Source: an optimization exercise on an open RTL-to-GDS flow (aim: small area and a short achievable clock period). Production flows keep margins and buffers that such runs may drop. Function was checked by simulation only, so behaviour that the tests miss may differ from the original. Power figures rest on the tool's default switching activity, not on a simulated workload.

==> design/flow/config.mk <==
export PLATFORM = sky130hd
export DESIGN_NAME = store_cvt
export DESIGN_NICKNAME = store_cvt
export VERILOG_FILES = /design/flow/design.v
export SDC_FILE = /design/flow/constraint.sdc
export NUM_CORES = 4
export LEC_CHECK = 0
export ABC_AREA = 1
export CAP_MARGIN = 20
export CORE_MARGIN = 2
export CORE_UTILIZATION = 50
export GPL_TIMING_DRIVEN = 1
export PLACE_DENSITY = 0.6
export SLEW_MARGIN = 20
==> design/flow/flow/run.sh <==
#!/bin/bash
set -euo pipefail
export SETUP_SLACK_MARGIN=23.0
export SKIP_GATE_CLONING=1
export BUFFER_PORTS_ARGS="-buffer_cell sky130_fd_sc_hd__buf_1"
bash standard.sh > make.log 2>&1
==> design/flow/standard.sh <==
#!/bin/bash
# synth_recipe.tcl (not shown) runs the flow's synth.tcl, then flattens the netlist and writes it again
# the make line also repeats each setting of config.mk as NAME=value (left out here)
make -C /OpenROAD-flow-scripts/flow DESIGN_CONFIG=/design/flow/config.mk WORK_HOME=/design/flow/orfs CLKGATE_MAP_FILE= SYNTH_SCRIPT=/design/flow/synth_recipe.tcl "${@:-finish}"
==> design/flow/design.v <==
module sc_seed_mix(input wire [7:0] b, input wire [15:0] o, input wire sel, output wire [31:0] p);
  wire t1 = sel ? ~o[0] : b[0];
  wire t2 = sel;
  wire t3 = sel ? ~o[1] : b[1];
  wire t4 = sel ? ~o[2] : b[2];
  wire t5 = sel & ~o[0];
  wire t6 = sel;
  wire t7 = sel ? ~o[3] : b[3];
  wire t8 = sel ? ~o[1] : ~b[0];
  wire t9 = ~sel;
  wire t10 = sel ? ~o[4] : b[4];
  wire t11 = sel ? ~o[2] : ~b[1];
  wire t12 = sel & ~o[0];
  wire t13 = sel;
  wire t14 = sel ? ~o[5] : b[5];
  wire t15 = sel ? ~o[3] : ~b[2];
  wire t16 = sel & ~o[1];
  wire t17 = sel ? ~o[6] : b[6];
  wire t18 = sel ? ~o[4] : ~b[3];
  wire t19 = sel ? ~o[2] : ~b[0];
  wire t20 = ~sel;
  wire t21 = sel ? ~o[7] : b[7];
  wire t22 = sel ? ~o[5] : ~b[4];
  wire t23 = sel ? ~o[3] : ~b[1];
  wire t24 = sel & o[0];
  wire t25 = sel ? ~o[8] : ~b[5];
  wire t26 = sel ? ~o[6] : ~b[2];
  wire t27 = sel & ~o[4];
  wire t28 = sel & o[1];
  wire t29 = sel ? ~o[9] : ~b[6];
  wire t30 = sel ? ~o[7] : ~b[3];
  wire t31 = sel ? ~o[5] : b[0];
  wire t32 = sel & o[2];
  wire t33 = sel & o[0];
  wire t34 = sel ? ~o[10] : ~b[7];
  wire t35 = sel ? ~o[8] : ~b[4];
  wire t36 = sel ? ~o[6] : b[1];
  wire t37 = sel & o[3];
  wire t38 = sel & o[1];
  wire t39 = sel ? ~o[11] : ~b[5];
  wire t40 = sel ? ~o[9] : b[2];
  wire t41 = sel ? ~o[7] : ~b[0];
  wire t42 = sel & o[4];
  wire t43 = sel & o[2];
  wire t44 = sel & o[0];
  wire t45 = sel ? ~o[12] : ~b[6];
  wire t46 = sel ? ~o[10] : b[3];
  wire t47 = sel ? ~o[8] : ~b[1];
  wire t48 = sel & o[5];
  wire t49 = sel & o[3];
  wire t50 = sel & o[1];
  wire t51 = sel ? ~o[13] : ~b[7];
  wire t52 = sel ? ~o[11] : b[4];
  wire t53 = sel ? ~o[9] : ~b[2];
  wire t54 = sel & o[6];
  wire t55 = sel & o[4];
  wire t56 = sel & o[2];
  wire t57 = sel ? ~o[14] : b[5];
  wire t58 = sel ? ~o[12] : ~b[3];
  wire t59 = sel ? ~o[10] : 1'b1;
  wire t60 = sel & o[7];
  wire t61 = sel & o[5];
  wire t62 = sel & o[3];
  wire t63 = sel & ~o[0];
  wire t64 = sel;
  wire t65 = sel ? ~o[15] : b[6];
  wire t66 = sel ? ~o[13] : ~b[4];
  wire t67 = sel ? ~o[11] : ~b[0];
  wire t68 = sel & o[8];
  wire t69 = sel & o[6];
  wire t70 = sel & o[4];
  wire t71 = sel & ~o[1];
  wire t72 = sel ? ~o[14] : b[7];
  wire t73 = sel ? ~o[12] : ~b[5];
  wire t74 = sel ? o[9] : ~b[1];
  wire t75 = sel & o[7];
  wire t76 = sel & o[5];
  wire t77 = sel & ~o[2];
  wire t78 = sel;
  wire t79 = sel ? ~o[15] : ~b[6];
  wire t80 = sel ? ~o[13] : ~b[2];
  wire t81 = sel & o[10];
  wire t82 = sel & o[8];
  wire t83 = sel & o[6];
  wire t84 = sel & ~o[3];
  wire t85 = sel;
  wire t86 = sel ? ~o[14] : ~b[7];
  wire t87 = sel ? o[11] : ~b[3];
  wire t88 = sel & o[9];
  wire t89 = sel & o[7];
  wire t90 = sel & ~o[4];
  wire t91 = sel & ~o[0];
  wire t92 = sel;
  wire t93 = sel ? ~o[15] : ~b[4];
  wire t94 = sel ? o[12] : ~b[0];
  wire t95 = sel & o[10];
  wire t96 = sel & o[8];
  wire t97 = sel & ~o[5];
  wire t98 = sel & ~o[1];
  wire t99 = sel;
  wire t100 = sel ? o[13] : ~b[5];
  wire t101 = sel ? o[11] : ~b[1];
  wire t102 = sel & o[9];
  wire t103 = sel & ~o[6];
  wire t104 = sel & ~o[2];
  wire t105 = sel & ~o[0];
  wire t106 = sel;
  wire t107 = sel ? o[14] : ~b[6];
  wire t108 = sel ? o[12] : ~b[2];
  wire t109 = sel & o[10];
  wire t110 = sel & ~o[7];
  wire t111 = sel & ~o[3];
  wire t112 = sel & ~o[1];
  wire t113 = sel;
  wire t114 = sel ? o[15] : ~b[7];
  wire t115 = sel ? o[13] : ~b[3];
  wire t116 = sel ? o[11] : b[0];
  wire t117 = sel & ~o[8];
  wire t118 = sel & ~o[4];
  wire t119 = sel & ~o[2];
  wire t120 = sel;
  wire t121 = sel ? o[14] : ~b[4];
  wire t122 = sel ? o[12] : b[1];
  wire t123 = sel ? ~o[9] : 1'b1;
  wire t124 = sel & ~o[5];
  wire t125 = sel & ~o[3];
  wire t126 = sel;
  wire t127 = sel ? o[15] : ~b[5];
  wire t128 = sel ? o[13] : b[2];
  wire t129 = sel ? ~o[10] : 1'b1;
  wire t130 = sel & ~o[6];
  wire t131 = sel & ~o[4];
  wire t132 = sel;
  wire t133 = sel ? o[14] : ~b[6];
  wire t134 = sel ? ~o[11] : b[3];
  wire t135 = sel ? ~o[7] : ~b[0];
  wire t136 = sel & ~o[5];
  wire t137 = sel & ~o[0];
  wire t138 = sel ? o[15] : ~b[7];
  wire t139 = sel ? ~o[12] : b[4];
  wire t140 = sel ? ~o[8] : ~b[1];
  wire t141 = sel & ~o[6];
  wire t142 = sel & ~o[1];
  wire t143 = sel ? ~o[13] : b[5];
  wire t144 = sel ? ~o[9] : ~b[2];
  wire t145 = sel ? ~o[7] : 1'b1;
  wire t146 = sel & ~o[2];
  wire t147 = sel & o[0];
  wire t148 = sel ? ~o[14] : b[6];
  wire t149 = sel ? ~o[10] : ~b[3];
  wire t150 = sel ? ~o[8] : 1'b1;
  wire t151 = sel & ~o[3];
  wire t152 = sel & o[1];
  wire t153 = sel ? ~o[15] : b[7];
  wire t154 = sel ? ~o[11] : ~b[4];
  wire t155 = sel ? ~o[9] : b[0];
  wire t156 = sel ? ~o[4] : 1'b1;
  wire t157 = sel & o[2];
  wire t158 = sel ? ~o[12] : ~b[5];
  wire t159 = sel ? ~o[10] : b[1];
  wire t160 = sel ? ~o[5] : 1'b1;
  wire t161 = sel & o[3];
  wire t162 = sel;
  wire t163 = sel ? ~o[13] : ~b[6];
  wire t164 = sel ? ~o[11] : b[2];
  wire t165 = sel ? ~o[6] : b[0];
  wire t166 = sel ? o[4] : 1'b1;
  wire t167 = sel & o[0];
  wire t168 = sel;
  wire t169 = t4 ^ t5;
  wire t170 = t169 ^ t6;
  wire t171 = (t4 & t5) | (t6 & t169);
  wire t172 = t7 ^ t8;
  wire t173 = t172 ^ t9;
  wire t174 = (t7 & t8) | (t9 & t172);
  wire t175 = t10 ^ t11;
  wire t176 = t175 ^ t12;
  wire t177 = (t10 & t11) | (t12 & t175);
  wire t178 = t14 ^ t15;
  wire t179 = t178 ^ t16;
  wire t180 = (t14 & t15) | (t16 & t178);
  wire t181 = t17 ^ t18;
  wire t182 = t181 ^ t19;
  wire t183 = (t17 & t18) | (t19 & t181);
  wire t184 = t21 ^ t22;
  wire t185 = t184 ^ t23;
  wire t186 = (t21 & t22) | (t23 & t184);
  wire t187 = t25 ^ t26;
  wire t188 = t187 ^ t27;
  wire t189 = (t25 & t26) | (t27 & t187);
  wire t190 = t29 ^ t30;
  wire t191 = t190 ^ t31;
  wire t192 = (t29 & t30) | (t31 & t190);
  wire t193 = t34 ^ t35;
  wire t194 = t193 ^ t36;
  wire t195 = (t34 & t35) | (t36 & t193);
  wire t196 = t39 ^ t40;
  wire t197 = t196 ^ t41;
  wire t198 = (t39 & t40) | (t41 & t196);
  wire t199 = t42 ^ t43;
  wire t200 = t199 ^ t44;
  wire t201 = (t42 & t43) | (t44 & t199);
  wire t202 = t45 ^ t46;
  wire t203 = t202 ^ t47;
  wire t204 = (t45 & t46) | (t47 & t202);
  wire t205 = t48 ^ t49;
  wire t206 = t205 ^ t50;
  wire t207 = (t48 & t49) | (t50 & t205);
  wire t208 = t51 ^ t52;
  wire t209 = t208 ^ t53;
  wire t210 = (t51 & t52) | (t53 & t208);
  wire t211 = t54 ^ t55;
  wire t212 = t211 ^ t56;
  wire t213 = (t54 & t55) | (t56 & t211);
  wire t214 = t57 ^ t58;
  wire t215 = t214 ^ t59;
  wire t216 = (t57 & t58) | (t59 & t214);
  wire t217 = t60 ^ t61;
  wire t218 = t217 ^ t62;
  wire t219 = (t60 & t61) | (t62 & t217);
  wire t220 = t65 ^ t66;
  wire t221 = t220 ^ t67;
  wire t222 = (t65 & t66) | (t67 & t220);
  wire t223 = t68 ^ t69;
  wire t224 = t223 ^ t70;
  wire t225 = (t68 & t69) | (t70 & t223);
  wire t226 = t72 ^ t73;
  wire t227 = t226 ^ t74;
  wire t228 = (t72 & t73) | (t74 & t226);
  wire t229 = t75 ^ t76;
  wire t230 = t229 ^ t77;
  wire t231 = (t75 & t76) | (t77 & t229);
  wire t232 = t79 ^ t80;
  wire t233 = t232 ^ t81;
  wire t234 = (t79 & t80) | (t81 & t232);
  wire t235 = t82 ^ t83;
  wire t236 = t235 ^ t84;
  wire t237 = (t82 & t83) | (t84 & t235);
  wire t238 = t86 ^ t87;
  wire t239 = t238 ^ t88;
  wire t240 = (t86 & t87) | (t88 & t238);
  wire t241 = t89 ^ t90;
  wire t242 = t241 ^ t91;
  wire t243 = (t89 & t90) | (t91 & t241);
  wire t244 = t93 ^ t94;
  wire t245 = t244 ^ t95;
  wire t246 = (t93 & t94) | (t95 & t244);
  wire t247 = t96 ^ t97;
  wire t248 = t247 ^ t98;
  wire t249 = (t96 & t97) | (t98 & t247);
  wire t250 = t100 ^ t101;
  wire t251 = t250 ^ t102;
  wire t252 = (t100 & t101) | (t102 & t250);
  wire t253 = t103 ^ t104;
  wire t254 = t253 ^ t105;
  wire t255 = (t103 & t104) | (t105 & t253);
  wire t256 = t107 ^ t108;
  wire t257 = t256 ^ t109;
  wire t258 = (t107 & t108) | (t109 & t256);
  wire t259 = t110 ^ t111;
  wire t260 = t259 ^ t112;
  wire t261 = (t110 & t111) | (t112 & t259);
  wire t262 = t114 ^ t115;
  wire t263 = t262 ^ t116;
  wire t264 = (t114 & t115) | (t116 & t262);
  wire t265 = t117 ^ t118;
  wire t266 = t265 ^ t119;
  wire t267 = (t117 & t118) | (t119 & t265);
  wire t268 = t121 ^ t122;
  wire t269 = t268 ^ t123;
  wire t270 = (t121 & t122) | (t123 & t268);
  wire t271 = t124 ^ t125;
  wire t272 = t271 ^ t126;
  wire t273 = (t124 & t125) | (t126 & t271);
  wire t274 = t127 ^ t128;
  wire t275 = t274 ^ t129;
  wire t276 = (t127 & t128) | (t129 & t274);
  wire t277 = t130 ^ t131;
  wire t278 = t277 ^ t132;
  wire t279 = (t130 & t131) | (t132 & t277);
  wire t280 = t133 ^ t134;
  wire t281 = t280 ^ t135;
  wire t282 = (t133 & t134) | (t135 & t280);
  wire t283 = t138 ^ t139;
  wire t284 = t283 ^ t140;
  wire t285 = (t138 & t139) | (t140 & t283);
  wire t286 = t143 ^ t144;
  wire t287 = t286 ^ t145;
  wire t288 = (t143 & t144) | (t145 & t286);
  wire t289 = t148 ^ t149;
  wire t290 = t289 ^ t150;
  wire t291 = (t148 & t149) | (t150 & t289);
  wire t292 = t153 ^ t154;
  wire t293 = t292 ^ t155;
  wire t294 = (t153 & t154) | (t155 & t292);
  wire t295 = t158 ^ t159;
  wire t296 = t295 ^ t160;
  wire t297 = (t158 & t159) | (t160 & t295);
  wire t298 = t163 ^ t164;
  wire t299 = t298 ^ t165;
  wire t300 = t166 ^ t167;
  wire t301 = t300 ^ t168;
  wire t302 = t174 ^ t176;
  wire t303 = t302 ^ t13;
  wire t304 = (t174 & t176) | (t13 & t302);
  wire t305 = t180 ^ t182;
  wire t306 = t305 ^ t20;
  wire t307 = (t180 & t182) | (t20 & t305);
  wire t308 = t183 ^ t185;
  wire t309 = t308 ^ t24;
  wire t310 = (t183 & t185) | (t24 & t308);
  wire t311 = t186 ^ t188;
  wire t312 = t311 ^ t28;
  wire t313 = (t186 & t188) | (t28 & t311);
  wire t314 = t189 ^ t191;
  wire t315 = t314 ^ t32;
  wire t316 = (t189 & t191) | (t32 & t314);
  wire t317 = t192 ^ t194;
  wire t318 = t317 ^ t37;
  wire t319 = (t192 & t194) | (t37 & t317);
  wire t320 = t195 ^ t197;
  wire t321 = t320 ^ t200;
  wire t322 = (t195 & t197) | (t200 & t320);
  wire t323 = t198 ^ t201;
  wire t324 = t323 ^ t203;
  wire t325 = (t198 & t201) | (t203 & t323);
  wire t326 = t204 ^ t207;
  wire t327 = t326 ^ t209;
  wire t328 = (t204 & t207) | (t209 & t326);
  wire t329 = t210 ^ t213;
  wire t330 = t329 ^ t215;
  wire t331 = (t210 & t213) | (t215 & t329);
  wire t332 = t218 ^ t63;
  wire t333 = t332 ^ t64;
  wire t334 = (t218 & t63) | (t64 & t332);
  wire t335 = t216 ^ t219;
  wire t336 = t335 ^ t221;
  wire t337 = (t216 & t219) | (t221 & t335);
  wire t338 = t222 ^ t225;
  wire t339 = t338 ^ t227;
  wire t340 = (t222 & t225) | (t227 & t338);
  wire t341 = t228 ^ t231;
  wire t342 = t341 ^ t233;
  wire t343 = (t228 & t231) | (t233 & t341);
  wire t344 = t234 ^ t237;
  wire t345 = t344 ^ t239;
  wire t346 = (t234 & t237) | (t239 & t344);
  wire t347 = t240 ^ t243;
  wire t348 = t347 ^ t245;
  wire t349 = (t240 & t243) | (t245 & t347);
  wire t350 = t246 ^ t249;
  wire t351 = t350 ^ t251;
  wire t352 = (t246 & t249) | (t251 & t350);
  wire t353 = t252 ^ t255;
  wire t354 = t353 ^ t257;
  wire t355 = (t252 & t255) | (t257 & t353);
  wire t356 = t258 ^ t261;
  wire t357 = t356 ^ t263;
  wire t358 = (t258 & t261) | (t263 & t356);
  wire t359 = t264 ^ t267;
  wire t360 = t359 ^ t269;
  wire t361 = (t264 & t267) | (t269 & t359);
  wire t362 = t270 ^ t273;
  wire t363 = t362 ^ t275;
  wire t364 = (t270 & t273) | (t275 & t362);
  wire t365 = t276 ^ t279;
  wire t366 = t365 ^ t281;
  wire t367 = (t276 & t279) | (t281 & t365);
  wire t368 = t282 ^ t284;
  wire t369 = t368 ^ t141;
  wire t370 = (t282 & t284) | (t141 & t368);
  wire t371 = t285 ^ t287;
  wire t372 = t371 ^ t146;
  wire t373 = (t285 & t287) | (t146 & t371);
  wire t374 = t288 ^ t290;
  wire t375 = t374 ^ t151;
  wire t376 = (t288 & t290) | (t151 & t374);
  wire t377 = t291 ^ t293;
  wire t378 = t377 ^ t156;
  wire t379 = (t291 & t293) | (t156 & t377);
  wire t380 = t294 ^ t296;
  wire t381 = t380 ^ t161;
  wire t382 = (t294 & t296) | (t161 & t380);
  wire t383 = t297 ^ t299;
  wire t384 = t383 ^ t301;
  wire t385 = t304 ^ t177;
  wire t386 = t385 ^ t179;
  wire t387 = (t304 & t177) | (t179 & t385);
  wire t388 = t313 ^ t315;
  wire t389 = t388 ^ t33;
  wire t390 = (t313 & t315) | (t33 & t388);
  wire t391 = t316 ^ t318;
  wire t392 = t391 ^ t38;
  wire t393 = (t316 & t318) | (t38 & t391);
  wire t394 = t322 ^ t324;
  wire t395 = t394 ^ t206;
  wire t396 = (t322 & t324) | (t206 & t394);
  wire t397 = t325 ^ t327;
  wire t398 = t397 ^ t212;
  wire t399 = (t325 & t327) | (t212 & t397);
  wire t400 = t328 ^ t330;
  wire t401 = t400 ^ t333;
  wire t402 = (t328 & t330) | (t333 & t400);
  wire t403 = t331 ^ t334;
  wire t404 = t403 ^ t336;
  wire t405 = (t331 & t334) | (t336 & t403);
  wire t406 = t337 ^ t339;
  wire t407 = t406 ^ t230;
  wire t408 = (t337 & t339) | (t230 & t406);
  wire t409 = t340 ^ t342;
  wire t410 = t409 ^ t236;
  wire t411 = (t340 & t342) | (t236 & t409);
  wire t412 = t343 ^ t345;
  wire t413 = t412 ^ t242;
  wire t414 = (t343 & t345) | (t242 & t412);
  wire t415 = t346 ^ t348;
  wire t416 = t415 ^ t248;
  wire t417 = (t346 & t348) | (t248 & t415);
  wire t418 = t349 ^ t351;
  wire t419 = t418 ^ t254;
  wire t420 = (t349 & t351) | (t254 & t418);
  wire t421 = t352 ^ t354;
  wire t422 = t421 ^ t260;
  wire t423 = (t352 & t354) | (t260 & t421);
  wire t424 = t355 ^ t357;
  wire t425 = t424 ^ t266;
  wire t426 = (t355 & t357) | (t266 & t424);
  wire t427 = t358 ^ t360;
  wire t428 = t427 ^ t272;
  wire t429 = (t358 & t360) | (t272 & t427);
  wire t430 = t361 ^ t363;
  wire t431 = t430 ^ t278;
  wire t432 = (t361 & t363) | (t278 & t430);
  wire t433 = t364 ^ t366;
  wire t434 = t433 ^ t136;
  wire t435 = (t364 & t366) | (t136 & t433);
  wire t436 = t367 ^ t369;
  wire t437 = t436 ^ t142;
  wire t438 = (t367 & t369) | (t142 & t436);
  wire t439 = t370 ^ t372;
  wire t440 = t439 ^ t147;
  wire t441 = (t370 & t372) | (t147 & t439);
  wire t442 = t373 ^ t375;
  wire t443 = t442 ^ t152;
  wire t444 = (t373 & t375) | (t152 & t442);
  wire t445 = t376 ^ t378;
  wire t446 = t445 ^ t157;
  wire t447 = (t376 & t378) | (t157 & t445);
  wire t448 = t379 ^ t381;
  wire t449 = t448 ^ t162;
  wire t450 = (t379 & t381) | (t162 & t448);
  wire t451 = t393 ^ t319;
  wire t452 = t451 ^ t321;
  wire t453 = (t393 & t319) | (t321 & t451);
  wire t454 = t402 ^ t404;
  wire t455 = t454 ^ t224;
  wire t456 = (t402 & t404) | (t224 & t454);
  wire t457 = t405 ^ t407;
  wire t458 = t457 ^ t78;
  wire t459 = (t405 & t407) | (t78 & t457);
  wire t460 = t408 ^ t410;
  wire t461 = t460 ^ t85;
  wire t462 = (t408 & t410) | (t85 & t460);
  wire t463 = t411 ^ t413;
  wire t464 = t463 ^ t92;
  wire t465 = (t411 & t413) | (t92 & t463);
  wire t466 = t414 ^ t416;
  wire t467 = t466 ^ t99;
  wire t468 = (t414 & t416) | (t99 & t466);
  wire t469 = t417 ^ t419;
  wire t470 = t469 ^ t106;
  wire t471 = (t417 & t419) | (t106 & t469);
  wire t472 = t420 ^ t422;
  wire t473 = t472 ^ t113;
  wire t474 = (t420 & t422) | (t113 & t472);
  wire t475 = t423 ^ t425;
  wire t476 = t475 ^ t120;
  wire t477 = (t423 & t425) | (t120 & t475);
  wire t478 = t432 ^ t434;
  wire t479 = t478 ^ t137;
  wire t480 = (t432 & t434) | (t137 & t478);
  wire t481 = t450 ^ t382;
  wire t482 = t481 ^ t384;
  wire t483 = t477 ^ t426;
  wire t484 = t483 ^ t428;
  wire t485 = (t477 & t426) | (t428 & t483);
  wire t486 = t480 ^ t435;
  wire t487 = t486 ^ t437;
  wire t488 = (t480 & t435) | (t437 & t486);
  wire t489 = t485 ^ t429;
  wire t490 = t489 ^ t431;
  wire t491 = (t485 & t429) | (t431 & t489);
  wire t492 = t488 ^ t438;
  wire t493 = t492 ^ t440;
  wire t494 = (t488 & t438) | (t440 & t492);
  wire t495 = t494 ^ t441;
  wire t496 = t495 ^ t443;
  wire t497 = (t494 & t441) | (t443 & t495);
  wire t498 = t497 ^ t444;
  wire t499 = t498 ^ t446;
  wire t500 = (t497 & t444) | (t446 & t498);
  wire t501 = t500 ^ t447;
  wire t502 = t501 ^ t449;
  wire t503 = (t500 & t447) | (t449 & t501);
  wire [31:0] ra = {t503, t502, t499, t496, t493, t487, t491, t490, t484, t474, t471, t468, t465, t462, t459, t456, t455, t399, t396, t453, t452, t390, t389, t310, t307, t387, t386, t303, t171, t170, t3, t1};
  wire [31:0] rb = {t482, 1'b0, 1'b0, 1'b0, 1'b0, 1'b0, t479, 1'b0, 1'b0, t476, t473, t470, t467, t464, t461, t458, t71, t401, t398, t395, 1'b0, t392, 1'b0, t312, t309, t306, 1'b0, 1'b0, t173, 1'b0, 1'b0, t2};
  assign p = ra + rb;
endmodule
module store_cvt (
    input  wire        clk,
    input  wire        rst,
    input  wire        start,
    input  wire [3:0]  cfg_fmt,             
    input  wire        cfg_acc_int,         
    input  wire [1:0]  cfg_round,           
    input  wire [1:0]  cfg_round_default,   
    input  wire        cfg_e5m2_inf,
    input  wire [4:0]  cfg_shift,           
    input  wire [31:0] cfg_sr_seed,
    input  wire [7:0]  cfg_bough,           
    input  wire [15:0] cfg_opseq,           
    input  wire        in_valid,
    input  wire [31:0] in_data,
    input  wire [7:0]  in_scale,            
    output reg         out_valid,
    output reg  [31:0] out_data,
    output reg         out_nan,
    output reg         out_inf,
    output reg         out_sat,
    output reg         out_flush
);
    localparam [1:0] M_RNE = 2'd1, M_RTZ = 2'd2, M_SR = 2'd3;
    reg [3:0] fmt;
    reg       acc;
    reg [1:0] mode;
    reg       e5inf;
    reg [4:0] shift;
    always @(posedge clk) begin
        if (start) begin
            fmt   <= cfg_fmt;
            acc   <= cfg_acc_int;
            mode  <= (cfg_round == 2'd0) ? cfg_round_default : cfg_round;
            e5inf <= cfg_e5m2_inf;
            shift <= cfg_shift;
        end
    end
    wire is_b    = (fmt == 4'h5) || (fmt == 4'h6) || (fmt == 4'h7);
    wire dst_int = (fmt == 4'h9) || (fmt == 4'hA) || (fmt == 4'hB);
    wire k_fl    = !acc && !fmt[3];              
    wire k_log   = !acc && (fmt == 4'h8);        
    wire k_fi    = !acc && dst_int;              
    wire k_ii    = acc && dst_int;               
    wire k_if    = acc && !dst_int;              
    wire cp32    = !acc && (fmt == 4'h0);        
    wire rtz     = (mode == M_RTZ);
    wire sr_mode = (mode == M_SR);
    reg        iv;
    reg [31:0] id;
    reg [7:0]  isc;
    reg [7:0]  bough;
    reg        ph1, ph2;
    always @(posedge clk) begin
        iv       <= !rst && in_valid;
        id[31:16] <= in_data[31:16];
        id[15:0] <= start ? cfg_opseq : in_data[15:0];
        isc      <= in_scale;
        if (start)
            bough <= cfg_bough;
        ph1      <= start;
        ph2      <= ph1;
    end
    reg  [31:0] sr;
    wire [31:0] mix;
    sc_seed_mix u_mix (.b(bough), .o(id[15:0]), .sel(ph1), .p(mix));
    wire [31:0] x0  = {sr[31:1], sr[0] | (sr == 32'd0)};
    wire [31:0] xa  = x0 ^ (x0 << 13);
    wire [31:0] xb  = xa ^ (xa >> 17);
    wire [31:0] xn  = xb ^ (xb << 5);
    reg         mv;
    wire        consume = mv && sr_mode;
    always @(posedge clk) begin
        if (start)
            sr <= cfg_sr_seed;
        else if (ph1 || ph2)
            sr <= sr ^ mix;
        else if (consume)
            sr <= xn;
    end
    wire [15:0] u = xn[31:16];
    wire        s     = id[31];
    wire [7:0]  ef    = id[30:23];
    wire [22:0] fr    = id[22:0];
    wire        hid   = (ef != 8'd0);
    wire        fr_nz = (fr != 23'd0);
    wire        f_max = (ef == 8'hFF);
    wire        f_nan = f_max && fr_nz;
    wire        f_inf = f_max && !fr_nz;
    wire        f_zero = !hid && !fr_nz;
    wire [7:0]  ee    = {ef[7:1], ef[0] | !hid};
    wire [31:0] av = s ? (~id + 32'd1) : id;
    reg  [5:0]  lz;
    integer i;
    always @(*) begin
        lz = 6'd32;
        for (i = 0; i < 32; i = i + 1)
            if (av[i])
                lz = 6'd31 - i[5:0];
    end
    reg  [4:0]         mw;      
    reg  [10:0]        goff;    
    reg  [7:0]         emax;    
    reg  [10:0]        kts;     
    always @(*) begin
        case (fmt[2:0])
            3'd1:    begin mw = 5'd10; goff = 11'h790;   emax = 8'd30;  kts = 11'd150; end
            3'd2:    begin mw = 5'd7;  goff = 11'd0;     emax = 8'd254; kts = 11'd41; end
            3'd3:    begin mw = 5'd3;  goff = 11'h788;   emax = 8'd15;  kts = 11'd165; end
            3'd4:    begin mw = 5'd2;  goff = 11'h790;   emax = 8'd30;  kts = 11'd158; end
            3'd5:    begin mw = 5'd2;  goff = 11'd3;     emax = 8'd7;   kts = 11'd43; end
            3'd6:    begin mw = 5'd3;  goff = 11'd1;     emax = 8'd3;   kts = 11'd44; end
            3'd7:    begin mw = 5'd1;  goff = 11'd1;     emax = 8'd3;   kts = 11'd46; end
            default: begin mw = 5'd23; goff = 11'd0;     emax = 8'd255; kts = 11'd25; end
        endcase
    end
    wire [2:0] lzs = hid ? 3'd0 : fr[22] ? 3'd1 : fr[21] ? 3'd2 : fr[20] ? 3'd3 : 3'd4;
    wire [10:0] xe   = hid ? {3'b0, ee} : (11'd1 - {8'b0, lzs});
    wire [10:0] sb   = is_b ? {3'b0, isc} : 11'd0;
    wire [10:0] e_d  = xe + goff - sb;
    wire        nres = !e_d[10] && (e_d != 11'd0);
    wire        a_big = !e_d[10] && (e_d[9:0] > {2'b0, emax});
    wire        a_atmax = (e_d == {3'b0, emax});
    wire [10:0] ta_n = 11'd47 - {6'b0, mw} - {8'b0, lzs};
    wire [10:0] ta_s = kts + sb - {3'b0, ee};
    wire [10:0] ta   = nres ? ta_n : ta_s;
    reg  [31:0] wa;
    always @(*) begin
        if (!nres)
            wa = {8'b0, hid, fr};
        else case (lzs)
            3'd0:    wa = {1'b0, e_d[7:0], fr};
            3'd1:    wa = {8'b0, e_d[1:0], fr[21:0]};
            3'd2:    wa = {9'b0, e_d[1:0], fr[20:0]};
            default: wa = {10'b0, e_d[1:0], fr[19:0]};
        endcase
    end
    function [15:0] ltab(input [2:0] f);
        case (f)
            3'd0: ltab = 16'h8000;
            3'd1: ltab = 16'h8B96;
            3'd2: ltab = 16'h9838;
            3'd3: ltab = 16'hA5FF;
            3'd4: ltab = 16'hB505;
            3'd5: ltab = 16'hC567;
            3'd6: ltab = 16'hD745;
            default: ltab = 16'hEAC1;
        endcase
    endfunction
    function [16:0] lmid(input [2:0] f);
        case (f)
            3'd0: lmid = 17'h08000 + 17'h08B96;
            3'd1: lmid = 17'h08B96 + 17'h09838;
            3'd2: lmid = 17'h09838 + 17'h0A5FF;
            3'd3: lmid = 17'h0A5FF + 17'h0B505;
            3'd4: lmid = 17'h0B505 + 17'h0C567;
            3'd5: lmid = 17'h0C567 + 17'h0D745;
            3'd6: lmid = 17'h0D745 + 17'h0EAC1;
            default: lmid = 17'h0EAC1 + 17'h10000;
        endcase
    endfunction
    wire [15:0] q16 = {1'b1, fr[22:8]};
    wire [16:0] q17 = {1'b1, fr[22:7]};
    wire        lo8 = (fr[7:0] != 8'd0);
    wire        lo7 = (fr[6:0] != 7'd0);
    reg  [7:1]  c_t;
    reg  [7:0]  c_m;
    integer k;
    always @(*) begin
        for (k = 1; k < 8; k = k + 1)
            c_t[k] = (q16 >= ltab(k));
        for (k = 0; k < 8; k = k + 1)
            c_m[k] = (q17 > lmid(k)) || ((q17 == lmid(k)) && (lo7 || k[0]));
    end
    wire [2:0] i_rtz = {c_t[4], (c_t[2] && !c_t[4]) || c_t[6],
                        (c_t[1] && !c_t[2]) || (c_t[3] && !c_t[4]) || (c_t[5] && !c_t[6]) || c_t[7]};
    wire [3:0] i_rne = {c_m[7], c_m[3] && !c_m[7], (c_m[1] && !c_m[3]) || (c_m[5] && !c_m[7]),
                        (c_m[0] && !c_m[1]) || (c_m[2] && !c_m[3]) || (c_m[4] && !c_m[5]) || (c_m[6] && !c_m[7])};
    wire [3:0]  lhi   = ee[3:0] + 4'd9;        
    wire [3:0]  lhr   = lhi + {3'd0, i_rne[3]};
    wire [6:0]  l_rne = {lhr, i_rne[2:0]};
    reg  [6:0]  lval;
    reg         lsat;
    always @(*) begin
        lsat = 1'b0;
        if (!hid) begin
            lval = 7'd0;
        end else if (ee > 8'd134) begin
            lval = 7'd127;
            lsat = 1'b1;
        end else if (ee == 8'd134) begin
            lsat = (q16 > 16'hEAC1) || ((q16 == 16'hEAC1) && lo8);
            if (rtz)
                lval = {4'hF, i_rtz};
            else
                lval = (i_rne[3] || (i_rne[2:0] == 3'd7)) ? 7'd127 : {4'hF, i_rne[2:0]};
        end else if (ee >= 8'd119) begin
            if (rtz)
                lval = {lhi, i_rtz};
            else if (ee == 8'd119 && i_rne == 4'd0)
                lval = 7'd1;
            else
                lval = l_rne;
        end else if (ee == 8'd118) begin
            lval = (!rtz && ((q16 > 16'h8B96) || ((q16 == 16'h8B96) && lo8))) ? 7'd1 : 7'd0;
        end else begin
            lval = 7'd0;
        end
    end
    wire [10:0] tb_ = 11'd174 - {3'b0, ee};
    reg fi_big;
    always @(*) begin
        case (fmt)
            4'h9:    fi_big = (ee >= 8'd135);
            4'hA:    fi_big = (ee >= 8'd131);
            default: fi_big = (ee >= 8'd159) || ((ee == 8'd158) && !(s && !fr_nz));
        endcase
    end
    reg  [31:0]        w1;
    reg  [10:0]        t1w;
    reg                big1, atmax1, inf1, nan1, zin1;
    always @(*) begin
        w1     = 32'd0;
        t1w    = 11'd0;
        big1   = 1'b0;
        atmax1 = 1'b0;
        inf1   = f_inf;
        nan1   = f_nan || (is_b && isc == 8'hFF);
        zin1   = f_zero;
        if (k_fl) begin
            w1     = wa;
            t1w    = ta;
            big1   = !cp32 && (f_inf || a_big);
            atmax1 = !cp32 && a_atmax;
        end else if (k_log) begin
            w1     = {2'b0, lval, fr};
            t1w    = 11'd47;
            big1   = f_inf || lsat;
        end else if (k_fi) begin
            w1     = {8'b0, hid, fr};
            t1w    = tb_;
            big1   = f_inf || fi_big;
        end else begin
            w1     = av;
            t1w    = k_ii ? ((fmt == 4'hB) ? 11'd24 : {6'b0, shift} + 11'd24) : (11'd32 - {5'b0, lz});
            inf1   = 1'b0;
            nan1   = 1'b0;
            zin1   = (id == 32'd0);
        end
    end
    wire [6:0] t1 = t1w[10] ? 7'd0 : (t1w > 11'd72) ? 7'd72 : t1w[6:0];
    reg [31:0]        w2;
    reg [6:0]         t2;
    reg               s2, big2, atmax2, inf2, nan2, zin2;
    always @(posedge clk) begin
        mv     <= !rst && iv;
        w2     <= w1;
        t2     <= t1;
        s2     <= s;
        big2   <= big1;
        atmax2 <= atmax1;
        inf2   <= inf1;
        nan2   <= nan1;
        zin2   <= zin1;
    end
    wire [6:0]   tt   = t2;
    wire [103:0] wide = {w2, 72'b0} >> tt;
    wire [31:0]  n    = wide[79:48];
    wire [15:0]  r16  = wide[47:32];
    wire         stk  = (wide[31:0] != 32'd0);
    wire [7:0]   e_if = 8'd126 + {1'b0, t2};
    wire [31:0]  inc_in = (k_if && !zin2) ? {1'b0, e_if, n[22:0]} : n;
    reg up;
    always @(*) begin
        if (k_log)
            up = 1'b0;
        else case (mode)
            M_RNE:   up = r16[15] && ((r16[14:0] != 15'd0) || stk || n[0]);
            M_SR:    up = (u < r16);
            default: up = 1'b0;
        endcase
    end
    wire        isint = k_fi || k_ii;
    wire        neg   = isint && s2;
    wire [31:0] inc   = (inc_in ^ {32{neg}}) + {31'd0, up ^ neg};
    wire        n2z   = (n == 32'd0) && !up;
    reg cf;
    always @(*) begin
        case (fmt)
            4'h1:    cf = inc[10];
            4'h2:    cf = inc[7];
            4'h3:    cf = inc[7] || (inc[2:0] == 3'd7);
            4'h4:    cf = inc[2];
            4'h5:    cf = inc[5];
            4'h6:    cf = inc[5];
            default: cf = inc[3];
        endcase
    end
    wire ovf = big2 || (atmax2 && cf);
    wire ii_big = k_ii && (fmt == 4'h9 ? (n[31:8] != 24'd0) : fmt == 4'hA ? (n[31:4] != 28'd0) : 1'b0);
    wire has_inf = (fmt == 4'h1) || (fmt == 4'h2) || ((fmt == 4'h4) && e5inf);
    wire inf_res = has_inf && (inf2 || !rtz);
    reg [31:0] vmask, smask, nanm, infm, maxm;
    reg        nan_sgn;
    always @(*) begin
        vmask = 32'h7FFF_FFFF; smask = 32'h8000_0000;
        nanm = 32'd0; infm = 32'd0; maxm = 32'd0; nan_sgn = 1'b0;
        casez ({acc, fmt})
            5'b?_1001: begin vmask = 32'hFF;        smask = 32'd0; end
            5'b?_1010: begin vmask = 32'hF;         smask = 32'd0; end
            5'b?_1011: begin vmask = 32'hFFFF_FFFF; smask = 32'd0; end
            5'b0_0001: begin vmask = 32'h7FFF; smask = 32'h8000; nanm = 32'h7E00; infm = 32'h7C00; maxm = 32'h7BFF; nan_sgn = 1'b1; end
            5'b0_0010: begin vmask = 32'h7FFF; smask = 32'h8000; nanm = 32'h7FC0; infm = 32'h7F80; maxm = 32'h7F7F; nan_sgn = 1'b1; end
            5'b0_0011: begin vmask = 32'h7F;   smask = 32'h80;   nanm = 32'h7F;   infm = 32'h7E;   maxm = 32'h7E;   nan_sgn = 1'b1; end
            5'b0_0100: begin vmask = 32'h7F;   smask = 32'h80;   nanm = 32'h7F;   infm = 32'h7C;   maxm = 32'h7B;   nan_sgn = 1'b1; end
            5'b0_0101,
            5'b0_0110: begin vmask = 32'h1F;   smask = 32'h20;   infm = 32'h1F;   maxm = 32'h1F; end
            5'b0_0111: begin vmask = 32'h7;    smask = 32'h8;    infm = 32'h7;    maxm = 32'h7;  end
            5'b0_1000: begin vmask = 32'h7F;   smask = 32'h80;   infm = 32'h7F;   maxm = 32'h7F; end
            default:   ;
        endcase
    end
    wire [31:0] sgn  = smask & {32{s2}};
    wire [31:0] body = (inc & vmask) | sgn;
    wire [31:0] lim  = s2 ? (vmask & ~(vmask >> 1)) : (vmask >> 1);    
    reg satk;
    always @(*) begin
        case (fmt)
            4'h9:    satk = s2 ? (inc[8] && !inc[7]) : (inc[8] || inc[7]);
            4'hA:    satk = s2 ? (inc[4] && !inc[3]) : (inc[4] || inc[3]);
            default: satk = 1'b0;
        endcase
    end
    reg [31:0] res;
    reg        c_nan, c_inf, c_sat, c_flush;
    always @(*) begin
        res     = body;
        c_nan   = 1'b0;
        c_inf   = 1'b0;
        c_sat   = 1'b0;
        c_flush = 1'b0;
        if (cp32) begin
            c_nan = nan2;
            c_inf = inf2;
        end else if (nan2) begin
            res   = nanm | (nan_sgn ? sgn : 32'd0);
            c_nan = 1'b1;
        end else if (isint) begin
            if (big2 || ii_big || satk) begin
                res   = lim;
                c_sat = 1'b1;
            end else begin
                c_flush = n2z && !zin2;
            end
        end else if (ovf) begin
            res   = (inf_res ? infm : maxm) | sgn;
            c_inf = inf_res;
            c_sat = !inf_res;
        end else begin
            c_flush = n2z && !zin2;
        end
    end
    always @(posedge clk) begin
        out_valid <= !rst && mv;
        out_data  <= res;
        out_nan   <= c_nan;
        out_inf   <= c_inf;
        out_sat   <= c_sat;
        out_flush <= c_flush;
    end
endmodule
==> design/flow/constraint.sdc <==
create_clock -name core_clock -period 30.0 [get_ports {clk}]
set_input_delay 6.0000 -clock core_clock [delete_from_list [all_inputs] [get_ports {clk}]]
set_output_delay 6.0000 -clock core_clock [all_outputs]
set_load 0.01 [all_outputs]
==> results of run 1 <==
==> cells in the mapped netlist, types with 31 or more instances <==
cell type | count | share of area [%]
o21ai_1 | 53 | 1.3
o21ai_0 | 234 | 5.7
or2_2 | 35 | 1.1
xor2_1 | 120 | 5.1
clkbuf_1 | 69 | 1.3
dfxtp_1 | 126 | 12
a21oi_1 | 107 | 2.6
a31oi_1 | 37 | 1.1
inv_1 | 436 | 7.9
nand2_1 | 790 | 14
nor3_1 | 54 | 1.3
fa_1 | 122 | 12
nor2_1 | 308 | 5.6
xnor2_1 | 31 | 1.3
nand3_1 | 182 | 4.4
edfxtp_1 | 53 | 7.7
ha_1 | 78 | 4.7
==> worst paths after layout <==
path | cells past startpoint | endpoint | slack [ps] | from
setup reg to reg | 23 | sr[31] | 23300 | id[11]
setup / recovery | 1 | out_data[12] | 23040 | out_data[12]
hold / removal | 0 | out_nan | 370 | nan2
hold reg to reg | 0 | out_nan | 370 | nan2
==> timing repair <==
item                                    CTS  global route
endpoints found under the setup margin   81            51
setup buffers                             4             1
gates resized for setup                   6            24
pin swaps                                 0             0
==> cell usage in the layout (no fill, tap or decap), drive strengths merged, types with 55 or more instances in the layout <==
| cell type | instances |
|---|---|
| nor3 | 55 |
| o21ai | 293 |
| nand3 | 184 |
| nand2 | 793 |
| nor2 | 320 |
| xor2 | 121 |
| ha | 78 |
| fa | 122 |
| inv | 460 |
| dfxtp | 126 |
| a21oi | 108 |
| buf | 173 |
==> per-stage QoR <==
stage                     total power [mW]  util [%]  setup WS, ps  hold slack (ps)  instance area [sq um]
final                                 2.25      54.8         23040              371                  22400
after global routing                  2.46      54.8         23000              380                  22400
after CTS                             2.21      54.6         23010              373                  22300
after detailed placement              1.96      52.9         21650              363                  21600
after global placement                1.93      52.9         21760              361                  21600
after floorplan                       1.53         -         23010              351                  20700
==> power breakdown <==
part	internal, mW	switching (mW)	total [mW]
sequential	0.319	0.0602	0.379
clock	0.118	0.121	0.239
combinational	0.578	1.06	1.64
total	1.02	1.24	2.25
==> worst reg2reg max path, stage by stage, from the launching register on <==
cell	delay (ps)
dfxtp_1	410
inv_1	390
nand2_1	270
nand2_1	180
inv_1	70
fa_1	470
fa_1	510
inv_1	50
fa_1	460
fa_1	450
fa_1	520
fa_1	470
fa_1	470
fa_1	420
inv_1	90
fa_1	190
xnor2_1	130
xnor2_1	150
xor2_1	190
xor2_1	110
a21oi_1	180
o21ai_0	100
o21ai_0	80
o21ai_0	90
==> layout make-up <==
type,count,share of cell area [%]
clock buffer,18,2.01
clock inverter,14,0.750
inverter,461,7.84
multi-input combinational,2396,64.3
sequential,179,18.4
tap,532,2.98
timing repair buffer,177,3.69
==> routing by layer <==
metal | global-route usage [%] | up-vias
met5 | 0 | -
met4 | 7.88 | 0
met3 | 6.97 | 115
met2 | 49.9 | 1072
met1 | 49.5 | 10100
li1 | - | 10400
==> kinds of logic after synthesis <==
kind of cell | after synthesis
DFF | 179
AOI/OAI and AO/OA | 576
muxes | 8
xor gates and xnor gates | 152
and+or+nand+nor | 1460
buffers and inverters | 568
adders and majority gates | 200
==> flip-flops by register name (all words and copies together), names as in the netlist, 2 cells and up <==
register  cells
t2            7
bough         8
out_data     32
id           32
shift         5
mode          2
sr           32
w2           32
isc           8
fmt           4
==> flow_summary_export.csv, run 1 <==
group,metric,value,unit
route,wl_per_cell,19.2,um
clock_tree,cts_tree,"built",
placement,dp_hpwl,58.2,mm
synth,avgSynthCellArea,6.58,sq um
clock_tree,clk_latency,500,ps
timing,relSlewSlack,33.5,%
worst_setup_path,end_kind,"output port",
final_layout,layoutNonFillerInstCount,3777,
floorplanning,fp.dieW,207,um
route,dr.pass1.iters,5,
route,wl_met3,7.09,mm
synth,syn_inst,3143,
synth,synth-simple-area-share,29.8,%
run,drv_cap,0,
final_layout,final-seq-area,4120,sq um
timing,fin_crit,6960,ps
global_route,grtUsageTotal,33.5,%
final_layout,nNetsFinal,3547,
min_path,hold_path.class,"reg -> reg",
clock_tree,cts_sinks,179,
final_layout,drive_gt1_share,4.78,%
route,routed_wirelength,72.5,mm
global_route,first_global_vias,20400,
worst_setup_path,required,24000,ps
worst_setup_path,startpoint_type,"flop",
global_route,antenna_found_initial,0,
timing,fin_crit_sh,23.2,%
timing,tns,0,ps
clock_tree,root_buffer,"clkbuf_16",
route,routed.top_layer,"met4",
global_route,grt-ovfl-total,0,
timing,fin_skew,23.5,ps
synth,ys_seq_area_share,19.9,%
worst_setup_path,crit_fanout,1,
floorplanning,rows,74,
placement,io_buffer_count,151,
floorplanning,core_area,40800,sq um
power,p_leak,10.6,nW
synth,yosys.area_share.adder,16.5,%
synth,syn_area,20700,sq um
synth,synth.distinct_cells,70,
clock_tree,clkSlewWorstSetupHoldPaths,80,ps
power,irDropWorstVdd,0.0547,mV
timing,setup_viol,0,
synth,synth_xor_area_share,6.47,%
route,drt_iter0_markers,2594,
worst_setup_path,criticalPathCategory,"reg -> out",
floorplanning,die_h,207,um
global_route,grt_max_degree,56,
synth,muxShareOfSynthArea,0.387,%
clock_tree,cts-buffers-inserted,17,
clock_tree,postCtsHoldBufs,0,
synth,ys_warn_count,1,
route,vias_per_cell,5.74,
route,vias,21700,
floorplanning,dieArea,43000,sq um
placement,dp_cells,3739,
worst_setup_path,cp_cell_sequence,"buf_1",
route,antenna_left,0,
route,drc,0,
final_layout,area_delta_synth_final,8.16,%
final_layout,n_fill_cell,4186,
timing,max_freq,144,MHz
placement,globalplace.congestion,0.983,
worst_setup_path,critPathTopFamily,"flip-flops",
synth,ys_ff_latch,179,
timing,worst-slew-pin-transition,997,ps
outcome,status,"finished clean",
synth,synth_flop_cell,"dfxtp_1",
synth,synth-async-reset-ratio,0,%
timing,rsz0062_at_grt,"no",
synth,synth_compound_area_share,16.3,%
floorplanning,start_util,50.6,%
route,met1_length,33.3,mm
route,wl_met2,30.8,mm
synth,synthesis.nets,3458,
synth,synth-edff-count,53,
worst_setup_path,cp_data_arrival_time,960,ps
final_layout,antenna_cells,0,
clock_tree,clockBufferDepth,2,
worst_setup_path,critPathBufInv,1,
timing,slew_violations,0,
timing,hold_viol,0,
worst_setup_path,max_stage_delay,310,ps
floorplanning,num_io_pins,152,
clock_tree,htree_levels,4,
final_layout,multi_input_area,14400,sq um
synth,synth_top_family_by_area,"simple AND/OR/NAND/NOR gates",
power,power_density,101,nW/um^2
global_route,grt_first_pass_wirelength,114,mm
worst_setup_path,slowest_stage,"dfxtp_1",
==> inputs of run 2 (changes only) <==
--- a/design/flow/config.mk
+++ b/design/flow/config.mk
@@ -9,6 +9,5 @@
 export CAP_MARGIN = 20
 export CORE_MARGIN = 2
 export CORE_UTILIZATION = 50
-export GPL_TIMING_DRIVEN = 1
 export PLACE_DENSITY = 0.6
 export SLEW_MARGIN = 20
==> run 2 against run 1 <==
Net effect: still clean; cell area stayed put; cell count stayed put; utilization unchanged; clock skew stayed put; power unchanged; setup slack did not move; hold slack unchanged; maximum frequency unchanged; area after synthesis did not move; critical endpoint unchanged; largest cell class unchanged; highest routed layer unchanged.
==> flow_summary_export.csv, run 2 <==
group,metric,value,unit
placement,dp_hpwl,58.2,mm
final_layout,drive_gt1_share,4.78,%
floorplanning,num_io_pins,152,
final_layout,final_area,22400,sq um
clock_tree,postCtsHoldBufs,0,
timing,relSlewSlack,33.5,%
global_route,grtUsageTotal,33.5,%
power,p_leak,10.6,nW
synth,avgSynthCellArea,6.58,sq um
route,drt_iter0_markers,2594,
worst_setup_path,end_kind,"output port",
clock_tree,clkSlewWorstSetupHoldPaths,80,ps
final_layout,area_delta_synth_final,8.16,%
clock_tree,cts_tree,"built",
worst_setup_path,startpoint_type,"flop",
clock_tree,root_buffer,"clkbuf_16",
floorplanning,rows,74,
synth,synth_flop_cell,"dfxtp_1",
final_layout,nNetsFinal,3547,
placement,dp_cells,3739,
floorplanning,fp.dieW,207,um
synth,synth.distinct_cells,70,
timing,holdWs,371,ps
timing,setup_ws,23040,ps
power,irDropWorstVdd,0.0547,mV
synth,ys_seq_area_share,19.9,%
global_route,grt_first_pass_wirelength,114,mm
power,power_density,101,nW/um^2
worst_setup_path,slowest_stage,"dfxtp_1",
route,vias,21700,
synth,synth-edff-count,53,
synth,synthesis.nets,3458,
power,p_int,1.02,mW
route,wl_per_cell,19.2,um
clock_tree,cts-buffers-inserted,17,
clock_tree,htree_levels,4,
route,routed_wirelength,72.5,mm
timing,rsz0062_at_grt,"no",
worst_setup_path,max_stage_delay,310,ps
global_route,antenna_found_initial,0,
timing,worst-slew-pin-transition,997,ps
route,drc,0,
final_layout,final_util,54.8,%
placement,place_ws,21650,ps
synth,synth_common_cells,"790 x nand2_1, 436 x inv_1, 308 x nor2_1, 234 x o21ai_0, 182 x nand3_1",
synth,synth_most_common_cell,"nand2_1",
floorplanning,dieArea,43000,sq um
timing,tns,0,ps
synth,synth_area_leaders,"nand2_1 14%, dfxtp_1 12%, fa_1 12%",
route,antenna_left,0,
placement,place_area,21600,sq um
synth,syn_area,20700,sq um
global_route,grt_max_degree,56,
synth,yosys.area.top_type,"nand2_1",
final_layout,antenna_cells,0,
power,power_switching_share,54.9,%
floorplanning,start_util,50.6,%
synth,ys_warn_count,1,
worst_setup_path,startpoint,"out_data[12]",
global_route,grt-ovfl-total,0,
final_layout,mostFrequentLayoutCells,"788 x nand2_1, 434 x inv_1, 304 x nor2_1, 230 x o21ai_0, 182 x nand3_1",
timing,slew_violations,0,
power,total_power,2.25,mW
timing,max_freq,144,MHz
worst_setup_path,r2r-start,"id[11]",
worst_setup_path,critPathTopFamily,"flip-flops",
worst_setup_path,required,24000,ps
worst_setup_path,cp_data_arrival_time,960,ps
timing,fin_crit,6960,ps
placement,io_buffer_count,151,
timing,hold_viol,0,
route,vias_per_cell,5.74,
floorplanning,core_area,40800,sq um
clock_tree,clockBufferDepth,2,
floorplanning,die_h,207,um
route,dr.pass1.iters,5,
synth,syn_inst,3143,
run,drv_cap,0,
clock_tree,cts_sinks,179,
power,seq_power_share,16.8,%
final_layout,final_common_cell,"nand2_1",
min_path,hp-start,"nan2",
timing,fin_crit_sh,23.2,%
timing,fin_skew,23.5,ps
worst_setup_path,cp_cell_sequence,"buf_1",
worst_setup_path,criticalPathCategory,"reg -> out",
global_route,first_global_vias,20400,
synth,netlist.area_leader.share,14.3,%
worst_setup_path,crit_fanout,1,
power,comb_power_share,72.6,%
outcome,status,"finished clean",
timing,setup_viol,0,
min_path,hold_path.class,"reg -> reg",
worst_setup_path,critPathBufInv,1,
final_layout,layoutNonFillerInstCount,3777,
clock_tree,clk_latency,500,ps
placement,globalplace.congestion,0.983,
synth,ys_ff_latch,179,
power,p_switching,1.24,mW
power,clockPowerShare,10.6,%
synth,synth-async-reset-ratio,0,%
[run 2: cell counts in the layout (fill, tap and decap cells not counted)]
No cell type changed its count.
[run 2: final timing paths]
kind	endpoint	slack, ps	depth (start not counted)
worst max-delay path	out_data[12]	23040	1
worst min register to register	out_nan	370	0
worst max register to register	sr[31]	23300	23
worst min-delay path	out_nan	370	0
[run 2: cell families after synthesis]
| family | synth area share, % |
|---|---|
| XOR/XNOR | 6.47 |
| AND/OR/NAND/NOR | 29.8 |
| flip-flops | 19.9 |
| adder cells (fa/ha/maj) | 16.5 |
| multiplexers | 0.387 |
| buffers and inverters | 10.6 |
| AO/OA/AOI/OAI | 16.3 |
[run 2: power by group through the flow]
| stage | clock network, mW | logic (mW) | registers (mW) |
|---|---|---|---|
| finish | 0.239 | 1.64 | 0.379 |
| global route | 0.250 | 1.82 | 0.384 |
| CTS | 0.242 | 1.59 | 0.376 |
| detailed placement | 0 | 1.58 | 0.381 |
| global placement | 0 | 1.55 | 0.381 |
| floorplan | 0 | 1.16 | 0.365 |
[run 2: timing repair]
item / in CTS / in global routing
endpoints found under the setup margin: 81 / 51
setup buffers: 4 / 1
resized for setup: 6 / 24
[run 2: final cells by class]
| class | instances | area (sq um) |
|---|---|---|
| inverters | 461 | 1750 |
| multi-input cells | 2396 | 14400 |
| repair buffers | 177 | 826 |
| flip-flops and latches | 179 | 4120 |
| fillers | 4186 | 18500 |
| clock buffers | 18 | 450 |
| well taps | 532 | 666 |
| clock inverters | 14 | 168 |
[run 2: metal layers]
metal | vias to the layer above | wire length (um) | GRT usage, %
met1 | 10100 | 33300 | 49.5
met5 | - | 0 | 0
met2 | 1072 | 30800 | 49.9
met3 | 115 | 7090 | 6.97
met4 | 0 | 1350 | 7.88
li1 | 10400 | - | -
==> inputs of run 3 (changes only) <==
--- a/design/flow/config.mk
+++ b/design/flow/config.mk
@@ -8,6 +8,6 @@
 export ABC_AREA = 1
 export CAP_MARGIN = 20
 export CORE_MARGIN = 2
-export CORE_UTILIZATION = 50
-export PLACE_DENSITY = 0.6
+export CORE_UTILIZATION = 60
+export PLACE_DENSITY = 0.75
 export SLEW_MARGIN = 20
==> run 3 against run 2 <==
Net effect: global-route usage increased by 6.1 points; cell area decreased by 0.36%; largest cell class unchanged; highest routed layer is now met5; power increased by 0.32%; critical path type unchanged; die area decreased by 16%; clock power about the same; first-iteration DRC count increased by 24%; largest power group unchanged.
==> flow_summary_export.csv, run 3 <==
group,metric,value,unit
floorplanning,start_util,61.4,%
final_layout,layoutNonFillerInstCount,3694,
synth,synthesis.nets,3458,
worst_setup_path,r2r-start,"id[7]",
worst_setup_path,rrSetupSlack,23410,ps
worst_setup_path,reg2reg_depth,23,
route,drt_iter0_markers,3209,
final_layout,nNetsFinal,3548,
worst_setup_path,end_kind,"output port",
synth,synth_flop_cell,"dfxtp_1",
power,power_switching_share,55.1,%
route,wl_per_cell,19.3,um
route,dr.pass1.iters,9,
worst_setup_path,critPathBufInv,1,
route,vias_per_cell,6.07,
placement,dp_cells,3652,
final_layout,final_common_cell,"nand2_1",
synth,syn_area,20700,sq um
worst_setup_path,required,24000,ps
synth,ys_ff_latch,179,
global_route,antenna_found_initial,1,
power,power_density,101,nW/um^2
worst_setup_path,cp_cell_sequence,"buf_1",
final_layout,drive_gt1_share,4.93,%
outcome,status,"finished clean",
final_layout,mostFrequentLayoutCells,"787 x nand2_1, 433 x inv_1, 304 x nor2_1, 231 x o21ai_0, 182 x nand3_1",
final_layout,antenna_cells,0,
timing,hold_viol,0,
final_layout,final_area,22300,sq um
synth,synth-edff-count,53,
worst_setup_path,cp_data_arrival_time,970,ps
timing,rsz0062_at_grt,"yes",
worst_setup_path,worst_r2r_endpoint,"sr[31]",
clock_tree,cts-buffers-inserted,17,
floorplanning,fp.dieW,190,um
synth,yosys.area.top_type,"nand2_1",
global_route,grt_max_degree,56,
timing,setup_viol,0,
clock_tree,root_buffer,"clkbuf_16",
synth,synth_common_cells,"790 x nand2_1, 436 x inv_1, 308 x nor2_1, 234 x o21ai_0, 182 x nand3_1",
clock_tree,htree_levels,4,
synth,synth-async-reset-ratio,0,%
worst_setup_path,crit_fanout,1,
synth,avgSynthCellArea,6.58,sq um
synth,ys_seq_area_share,19.9,%
route,vias,22400,
timing,fin_crit_sh,23.2,%
run,drv_cap,0,
timing,tns,0,ps
global_route,grt-ovfl-total,0,
worst_setup_path,max_stage_delay,320,ps
floorplanning,rows,67,
clock_tree,clk_latency,480,ps
power,p_int,1.01,mW
power,comb_power_share,72.2,%
power,clockPowerShare,10.6,%
timing,fin_crit,6970,ps
power,seq_power_share,17.2,%
clock_tree,clockBufferDepth,2,
placement,place_area,21500,sq um
synth,ys_warn_count,1,
route,drc,0,
global_route,first_global_vias,21000,
final_layout,area_delta_synth_final,7.77,%
final_layout,n_fill_cell,3031,
placement,globalplace.congestion,1.04,
global_route,grtUsageTotal,39.6,%
worst_setup_path,critPathTopFamily,"flip-flops",
timing,slew_violations,0,
placement,io_buffer_count,151,
floorplanning,dieArea,36000,sq um
power,p_leak,10.6,nW
synth,synth_most_common_cell,"nand2_1",
worst_setup_path,startpoint_type,"flop",
worst_setup_path,criticalPathCategory,"reg -> out",
floorplanning,core_area,33700,sq um
floorplanning,die_h,190,um
timing,worst-slew-pin-transition,969,ps
synth,syn_inst,3143,
min_path,hp-start,"nan2",
worst_setup_path,slowest_stage,"dfxtp_1",
timing,holdWs,397,ps
route,antenna_left,0,
min_path,hold_path_depth,0,
min_path,hold_path.class,"reg -> reg",
timing,fin_skew,13.1,ps
clock_tree,cts_sinks,179,
placement,dp_hpwl,56.1,mm
synth,netlist.area_leader.share,14.3,%
clock_tree,cts_tree,"built",
synth,synth.distinct_cells,70,
timing,relSlewSlack,35.0,%
route,routed_wirelength,71.3,mm
clock_tree,clkSlewWorstSetupHoldPaths,80,ps
global_route,grt_first_pass_wirelength,112,mm
min_path,min_to,"out_nan",
power,p_switching,1.25,mW
timing,max_freq,144,MHz
synth,synth_area_leaders,"nand2_1 14%, dfxtp_1 12%, fa_1 12%",
floorplanning,num_io_pins,152,
power,irDropWorstVdd,0.0787,mV
-- run 3: cell counts after synthesis --
Identical to the previous run, type by type.
-- run 3: stage by stage --
stage | setup WS [ps] | utilization [%] | total power [mW]
3_3_place_gp | 22030 | 63.7 | 1.89
2_1_floorplan | 23010 | - | 1.53
5_1_grt | 22980 | 66.1 | 2.45
3_5_place_dp | 21940 | 63.7 | 1.94
4_1_cts | 23020 | 65.8 | 2.19
6_report | 23030 | 66.1 | 2.26
-- run 3: timing repair --
item,CTS,global route
setup buffers,5,5
pin swaps,0,0
setup endpoints to repair,67,92
gates resized for setup,7,25
hold buffers,0,0
-- run 3: cell type report --
type                    instances  area (sq um)  area share, %
clock buffers                  18           450           2.02
clock inverters                14           155          0.696
inverters                     461          1760           7.92
multi-input cells            2396         14400           64.6
flip-flops and latches        179          4120           18.5
well taps                     448           561           2.52
repair buffers                178           832           3.73
-- run 3: routing by layer --
layer	share of wire (%)	up-vias	track usage (%)
met2	43	1559	60.6
met4	2.6	2	10.9
li1	-	10400	-
met3	13	210	9.35
met5	0.018	-	0
met1	42	10300	56.1
-- run 3: cell families after synthesis --
| logic type | count (synthesis) | synth area share (%) |
|---|---|---|
| XOR/XNOR | 152 | 6.47 |
| AO/OA/AOI/OAI | 576 | 16.3 |
| flip-flops | 179 | 19.9 |
| multiplexers | 8 | 0.387 |
| AND/OR/NAND/NOR | 1460 | 29.8 |
| buffers and inverters | 568 | 10.6 |
| adder cells (fa/ha/maj) | 200 | 16.5 |
-- run 3: worst max path at each step --
| stage | from | endpoint | slack, ps | depth (start not counted) |
|---|---|---|---|---|
| global route | ph1 | sr[31] | 22980 | 25 |
| floorplan | start | sr[0] | 23010 | 4 |
| finish | out_data[23] | out_data[23] | 23030 | 1 |
| CTS | id[28] | t2[5] | 23020 | 33 |
| global placement | start | sr[6] | 22030 | 5 |
| detailed placement | start | sr[12] | 21940 | 5 |
-- run 3: power groups by stage --
stage	clock network [mW]	logic, mW	registers [mW]
after floorplan	0	1.16	0.365
after global placement	0	1.50	0.386
after detailed placement	0	1.55	0.389
after CTS	0.239	1.57	0.384
after global routing	0.248	1.80	0.395
final	0.239	1.63	0.389

## what the ideal ports hide
Ports are ideal in the flow. The routed layouts listed here were re-timed in OpenROAD. Step 1 assumes that a clkbuf_16 drives the clock port and a buf_2 every other input. Step 2 times the ports against the registers' clock, not the clock port: input delays grow and output delays shrink by t, the midpoint of the rising clock arrivals with the driver on. Slacks: no drivers / after step 1 / after step 2; pairs: no drivers / after step 1.
run	shift t [ns]	setup WS [ns]	worst setup path after step 2	slew at the worst register clock pin (ns)	worst slew at a driven data input, ns
run 1	0.548	23.039 / 22.980 / 22.543	input to register	0.09 / 0.09	0.05
run 2	0.548	23.039 / 22.980 / 22.543	input to register	0.09 / 0.09	0.05
run 3	0.535	23.033 / 22.974 / 22.603	input to register	0.09 / 0.09	0.04
After both steps setup and hold are still met in every run listed.
